Background: an optimization exercise with open tools, aiming at small area, a short achievable clock period and few clock cycles. Do not read the settings as production practice. Where RTL was checked, it was by simulation tests only, not by an equivalence proof against the original. Power figures rest on the tool's default switching activity, not on a simulated workload.

## pq_engine
module pq_engine (
    input  wire         clk,
    input  wire         rst,
    input  wire         cmd_valid,
    output wire         cmd_ready,
    input  wire [4:0]   cmd_k,
    input  wire [4:0]   cmd_x,
    input  wire [4:0]   cmd_y,
    input  wire         cmd_two,
    input  wire         in_valid,
    output wire         in_ready,
    input  wire [127:0] in_data,
    output wire         out_valid,
    input  wire         out_ready,
    output wire [127:0] out_data,
    output wire [4:0]   out_pos
);
    localparam LANES = 16;
    localparam [1:0] S_IDLE = 2'd0,
                     S_LOAD = 2'd1,
                     S_OUT1 = 2'd2,
                     S_OUT2 = 2'd3;
    function [7:0] gf_mul2;
        input [7:0] a;
        begin
            gf_mul2 = {a[6:0], 1'b0} ^ (a[7] ? 8'h1D : 8'h00);
        end
    endfunction
    function [7:0] gf_mul;
        input [7:0] a;
        input [7:0] b;
        integer i;
        reg [7:0] p;
        reg [7:0] t;
        begin
            p = 8'h00;
            t = a;
            for (i = 0; i < 8; i = i + 1) begin
                if (b[i])
                    p = p ^ t;
                t = gf_mul2(t);
            end
            gf_mul = p;
        end
    endfunction
    function [7:0] t_gpow;
        input [4:0] i;
        begin
            t_gpow[0] = (~i[1] & i[2] & i[3] & ~i[4]) | (~i[1] & ~i[2] & i[3] & i[4]) | (i[0] & i[2] & ~i[3] & i[4]) | (~i[0] & ~i[1] & ~i[2] & ~i[4]) | (~i[0] & i[2] & i[3] & ~i[4]) | (~i[0] & i[1] & ~i[2] & ~i[3] & i[4]);
            t_gpow[1] = (i[0] & ~i[1] & ~i[2] & i[3]) | (i[1] & i[2] & i[3] & ~i[4]) | (~i[0] & ~i[2] & i[3] & i[4]) | (i[0] & ~i[1] & ~i[2] & ~i[4]) | (i[0] & i[2] & i[3] & ~i[4]) | (i[0] & i[1] & ~i[2] & ~i[3] & i[4]) | (~i[0] & i[1] & i[2] & ~i[3] & i[4]);
            t_gpow[2] = (~i[0] & ~i[2] & i[4]) | (~i[0] & ~i[2] & i[3]) | (~i[1] & i[2] & i[3] & ~i[4]) | (~i[1] & i[2] & ~i[3] & i[4]) | (~i[0] & i[1] & ~i[2]) | (i[1] & ~i[2] & i[3] & i[4]) | (i[0] & i[1] & i[2] & i[3]);
            t_gpow[3] = (i[0] & i[1] & ~i[2]) | (~i[0] & ~i[1] & i[3]) | (~i[2] & ~i[3] & i[4]) | (i[1] & ~i[3] & i[4]) | (~i[1] & ~i[2] & i[3] & ~i[4]);
            t_gpow[4] = (~i[1] & i[2] & i[4]) | (i[0] & ~i[2] & ~i[3] & i[4]) | (~i[1] & ~i[2] & i[3] & ~i[4]) | (~i[0] & i[1] & i[3] & ~i[4]) | (~i[0] & ~i[1] & i[2] & ~i[3]);
  ...
Settings: LEC_CHECK=0, CAP_MARGIN=20, CORE_MARGIN=2, CORE_UTILIZATION=75, CTS_CLUSTER_DIAMETER=100, CTS_CLUSTER_SIZE=20, SLEW_MARGIN=20, SYNTH_HIERARCHICAL=1; clock period 19.0 ns.
standard.sh (not shown) runs the stock make flow with config.mk's settings and CLKGATE_MAP_FILE= SYNTH_SCRIPT=/design/flow/synth_recipe.tcl, a recipe that flattens the netlist after the stock synthesis.
==> flow/flow/run.sh <==
#!/bin/bash
# Standard ORFS layout in two calls: synthesis and floorplan with no timing
# repair margin, then placement to the end with timing repair aimed below the
# clock period. Each call's output goes to its own log.
set -euo pipefail
bash standard.sh synth floorplan SETUP_SLACK_MARGIN=0 > orfs_synth_floorplan.log 2>&1
bash standard.sh finish SETUP_SLACK_MARGIN=14.0 "BUFFER_PORTS_ARGS=-buffer_cell sky130_fd_sc_hd__buf_2"  > orfs_place_route.log 2>&1
Testbench counts at the start, summed over its fixed seeds: cycles 8,497.
Edit:
--- a/flow/design.v
+++ b/flow/design.v
@@ -83,17 +83,17 @@
         end
     endfunction
     reg         cb_v;          
     reg         cb_p;          
     reg         cmd_rdy;
     reg [4:0]   cb_k, cb_x, cb_y;
     reg         cb_two;
     assign cmd_ready = cmd_rdy;
-    wire cmd_fire = cmd_valid & cmd_rdy;
+    wire cmd_fire = cmd_valid & ~cb_v;      
     wire [4:0] cb_k1   = cb_k + 5'd1;
     wire       cx_data = (cb_x < cb_k);
     wire [4:0] cb_d    = cb_y - cb_x;
     wire       cb_m0   = (cb_x == 5'd0);
     wire       cb_m1   = cb_two & (cb_y == 5'd1);
     wire       cb_qm   = (cb_x == cb_k1) | (cb_two & (cb_y == cb_k1));
     wire       cb_pm   = (cb_x == cb_k) | (cb_two & (cb_y == cb_k));
     wire       cb_dd   = cx_data & cb_two & (cb_y < cb_k);
@@ -126,17 +126,17 @@
     reg         isp_r, isq_r;  
     reg         last_r;        
     reg         first;         
     reg [127:0] acc_a, acc_x;
     assign in_ready  = in_rdy;
     assign out_valid = state[1];
     assign out_data  = acc_a;
     assign out_pos   = x_r;
-    wire consume  = in_valid & in_rdy;
+    wire consume  = in_valid & (state == S_LOAD);    
     wire out_fire = state[1] & out_ready;
     wire shift    = out_ready & sh_r;
     wire res_done = out_fire & ((state == S_OUT2) | ~two_r);
     wire load_row = cb_p & ((state == S_IDLE) | res_done);
     reg [1:0] state_n;
     always @(*) begin
         state_n = state;
         case (state)
@@ -168,42 +168,41 @@
     wire [7:0] wm [0:7];
     assign wm[0] = w;
     genvar gb, gl;
     generate
         for (gb = 1; gb < 8; gb = gb + 1) begin : g_wm
             assign wm[gb] = gf_mul2(wm[gb-1]);
         end
     endgenerate
-    wire [127:0] prod;
+    wire [127:0] prod;             
     generate
         for (gl = 0; gl < LANES; gl = gl + 1) begin : g_lane
             wire [7:0] d = in_data[8*gl +: 8];
             genvar gj;
             for (gj = 0; gj < 8; gj = gj + 1) begin : g_bit
                 wire t0, t1, t2, t3, u0, u1;
                 pq_and_xor2 i_t0 (.a0(d[0]), .b0(wm[0][gj]), .a1(d[1]), .b1(wm[1][gj]), .y(t0));
                 pq_and_xor2 i_t1 (.a0(d[2]), .b0(wm[2][gj]), .a1(d[3]), .b1(wm[3][gj]), .y(t1));
                 pq_and_xor2 i_t2 (.a0(d[4]), .b0(wm[4][gj]), .a1(d[5]), .b1(wm[5][gj]), .y(t2));
                 pq_and_xor2 i_t3 (.a0(d[6]), .b0(wm[6][gj]), .a1(d[7]), .b1(wm[7][gj]), .y(t3));
                 pq_xor2 i_u0 (.a(t0), .b(t1), .y(u0));
                 pq_xor2 i_u1 (.a(t2), .b(t3), .y(u1));
-                pq_xor2 i_p  (.a(u0), .b(u1), .y(prod[8*gl + gj]));
+                pq_xor2_en i_p (.a(u0), .b(u1), .en(consume), .y(prod[8*gl + gj]));
             end
         end
     endgenerate
     wire         add_a = consume & ~isq_r;
     wire         selx  = consume & last_r & sx;
     wire         keep  = ~first & ~shift;
     wire [127:0] a_m   = (acc_x & {128{shift}}) | (acc_a & {128{keep}});
     wire [127:0] x_f   = (acc_x & {128{~first}}) ^ prod;
     always @(posedge clk) begin
         acc_a <= a_m ^ (in_data & {128{add_a}}) ^ (x_f & {128{selx}});
-        if (consume)
-            acc_x <= x_f;
+        acc_x <= x_f;
         if (cmd_fire) begin
             cb_k   <= cmd_k;
             cb_x   <= cmd_x;
             cb_y   <= cmd_y;
             cb_two <= cmd_two;
         end
         if (load_row) begin
             k_r    <= cb_k;
@@ -230,17 +229,17 @@
             if (shift)
                 x_r <= y_r;
         end
         if (rst) begin
             state   <= S_IDLE;
             sh_r    <= 1'b0;
             cb_v    <= 1'b0;
             cb_p    <= 1'b0;
-            cmd_rdy <= 1'b0;
+            cmd_rdy <= 1'b1;
             in_rdy  <= 1'b0;
             first   <= 1'b0;
         end else begin
             state   <= state_n;
             sh_r    <= (state_n == S_OUT1) & two_r;
             cb_v    <= cb_v_n;
             cb_p    <= cb_v & ~load_row;
             cmd_rdy <= ~cb_v_n;
@@ -263,8 +262,16 @@
 endmodule
 module pq_xor2 (
     input  wire a,
     input  wire b,
     output wire y
 );
     assign y = a ^ b;
 endmodule
+module pq_xor2_en (
+    input  wire a,
+    input  wire b,
+    input  wire en,
+    output wire y
+);
+    assign y = (a ^ b) & en;
+endmodule
After rerunning: The changed run finished clean; via count went up by 2.7%; area after synthesis went down by about 1.2%; wire length stays flat; final area went down by 0.34%; critical path depth went up by 4; clock-buffer cell count went down by 8; hold slack is better by 0.046 ns; non-clock buffer count went down by 8; worst setup slack is worse by 0.092 ns; first-iteration DRC count went up by about 0.8%; global-route usage went up by 0.84 points; utilization went up by 1.2 points.
For the second run of this note, only the layout was checked, not whether the RTL still works.

Another version of the RTL of pq_engine (not shown whole).
Size: ~340 flip-flops.
Design pq_engine, start of the top module:
module pq_engine (
    input  wire         clk,
    input  wire         rst,
    input  wire         cmd_valid,
    output wire         cmd_ready,
    input  wire [4:0]   cmd_k,
    input  wire [4:0]   cmd_x,
    input  wire [4:0]   cmd_y,
    input  wire         cmd_two,
    input  wire         in_valid,
    output wire         in_ready,
    input  wire [127:0] in_data,
    output wire         out_valid,
    input  wire         out_ready,
    output wire [127:0] out_data,
    output wire [4:0]   out_pos
);
export LEC_CHECK = 0
export CAP_MARGIN = 20
export CORE_MARGIN = 2
export CORE_UTILIZATION = 70
export CTS_CLUSTER_DIAMETER = 100
export CTS_CLUSTER_SIZE = 20
export SLEW_MARGIN = 20
export SYNTH_HIERARCHICAL = 1
create_clock -name core_clock -period 19.0 [get_ports {clk}]
Scripts as last shown in full above: flow/flow/run.sh
The starting point completed with no timing, DRC or antenna violations.
Then changed:
--- a/flow/design.v
+++ b/flow/design.v
@@ -76,34 +76,33 @@
                        (cb_dp | cb_qa) ? 8'h01 : 8'h00;
     wire [7:0] l_c1  = gf_mul2(l_c);
     wire [4:0] l_p0  = cb_m0 ? (cb_m1 ? 5'd2 : 5'd1) : 5'd0;
     wire [7:0] l_cw0 = cb_m0 ? (cb_m1 ? gf_mul2(l_c1) : l_c1) : l_c;
     wire [4:0] l_lp  = cb_qm ? (cb_pm ? cb_k - 5'd1 : cb_k) : cb_k1;
     reg [1:0]   state;
     reg         in_rdy;
     reg [4:0]   k_r, x_r, y_r, lp_r;  
     reg         two_r;
-    reg         sh_r;          
     reg         sx;            
     reg [4:0]   pos;           
     reg [7:0]   c_r, e_r;
     reg [7:0]   cw;            
     reg         isp_r, isq_r;  
     reg         last_r;        
     reg         first;         
     reg [127:0] acc_a, acc_x;
     assign in_ready  = in_rdy;
     assign out_valid = state[1];
     assign out_data  = acc_a;
     assign out_pos   = x_r;
     wire consume  = in_valid & in_rdy;
     wire out_fire = state[1] & out_ready;
-    wire shift    = out_ready & sh_r;
+    wire shift    = out_fire & (state == S_OUT1) & two_r;
     wire res_done = out_fire & ((state == S_OUT2) | ~two_r);
     wire load_row = cb_p & ((state == S_IDLE) | res_done);
     reg [1:0] state_n;
     always @(*) begin
         state_n = state;
         case (state)
             S_IDLE: if (cb_p) state_n = S_LOAD;
             S_LOAD: if (consume && last_r) state_n = S_OUT1;
             S_OUT1: if (out_ready) state_n = two_r ? S_OUT2 : (cb_p ? S_LOAD : S_IDLE);
@@ -150,23 +149,22 @@
                 pq_and_xor2 i_t3 (.a0(d[6]), .b0(wm[6][gj]), .a1(d[7]), .b1(wm[7][gj]), .y(t3));
                 pq_xor2 i_u0 (.a(t0), .b(t1), .y(u0));
                 pq_xor2 i_u1 (.a(t2), .b(t3), .y(u1));
                 pq_xor2 i_p  (.a(u0), .b(u1), .y(prod[8*gl + gj]));
             end
         end
     endgenerate
     wire         add_a = consume & ~isq_r;
     wire         selx  = consume & last_r & sx;
-    wire         keep  = ~first & ~shift;
-    wire [127:0] a_m   = (acc_x & {128{shift}}) | (acc_a & {128{keep}});
+    wire [127:0] a_f   = (acc_a & {128{~first}}) ^ (in_data & {128{add_a}});
     wire [127:0] x_f   = (acc_x & {128{~first}}) ^ prod;
     always @(posedge clk) begin
-        acc_a <= a_m ^ (in_data & {128{add_a}}) ^ (x_f & {128{selx}});
+        acc_a <= shift ? acc_x : (a_f ^ (x_f & {128{selx}}));
         if (consume)
             acc_x <= x_f;
         if (cmd_fire) begin
             cb_k   <= cmd_k;
             cb_x   <= cmd_x;
             cb_y   <= cmd_y;
             cb_two <= cmd_two;
         end
         if (load_row) begin
@@ -190,27 +188,25 @@
                 isp_r  <= (pn == k_r);
                 isq_r  <= (pn == k_r + 5'd1);
                 last_r <= (pn == lp_r);
             end
             if (shift)
                 x_r <= y_r;
         end
         if (rst) begin
             state   <= S_IDLE;
-            sh_r    <= 1'b0;
             cb_v    <= 1'b0;
             cb_p    <= 1'b0;
             cmd_rdy <= 1'b0;
             in_rdy  <= 1'b0;
             first   <= 1'b0;
         end else begin
             state   <= state_n;
-            sh_r    <= (state_n == S_OUT1) & two_r;
             cb_v    <= cb_v_n;
             cb_p    <= cb_v & ~load_row;
             cmd_rdy <= ~cb_v_n;
             in_rdy  <= (state_n == S_LOAD);
             if (load_row)
                 first <= 1'b1;
             else if (consume)
                 first <= 1'b0;
         end
Register-to-register slack improved by 0.10 ns.
Global-route usage came out lower by 0.66 points.
Worst hold slack is about the same.
Combinational power came out higher by a few percent.
Core utilization hardly moves.
Clock skew came out lower by 0.0062 ns.
Total power came out higher by a few percent.
Via count came out higher slightly.
Non-clock buffer count came out lower by 6.
Wire length came out lower slightly.
Final area came out higher by a few percent.
Fmax came out higher slightly.
Die area came out higher by a few percent.
Final cell count came out higher by a few percent.
Testbench counts after the change, summed over its fixed seeds: cycles 8,497.
Only the layout flow was run in the first run of this note; the RTL was not checked for function there.

re-timing with driven ports:
Ports are ideal in the flow. The routed layouts listed here were re-timed in OpenROAD. Step 1, drivers: a clkbuf_16 drives clk and a buf_2 each remaining input, both assumed. Step 2 moves the port delays by t, midway between the first and last clock arrival at a register: inputs arrive t later, outputs are due t later. That takes back most of the time a late clock gives input paths. a / b / c = no drivers / after step 1 / after step 2; a / b = the first two.
| run | t, ns | setup slack, ns | worst setup path after step 2 | clock arrival spread, ns | pins driven straight from the clock port |
|---|---|---|---|---|---|
| the first run of note 1 | 0.621 | 14.026 / 13.964 / 13.443 | input to register | 0.018 / 0.018 | 1 |
| the second run of note 1 | 0.615 | 13.934 / 13.950 / 13.347 | input to register | 0.037 / 0.037 | 1 |
| the first run of note 2 | 0.614 | 13.987 / 13.926 / 13.434 | input to register | 0.030 / 0.030 | 1 |
| the second run of note 2 | 0.633 | 14.012 / 13.949 / 13.410 | input to register | 0.024 / 0.023 | 1 |
After both steps every run listed still meets setup and hold. The setup slack of the second run of note 2, which loses most, moves by -0.063 ns with the drivers and by -0.602 ns with both steps.
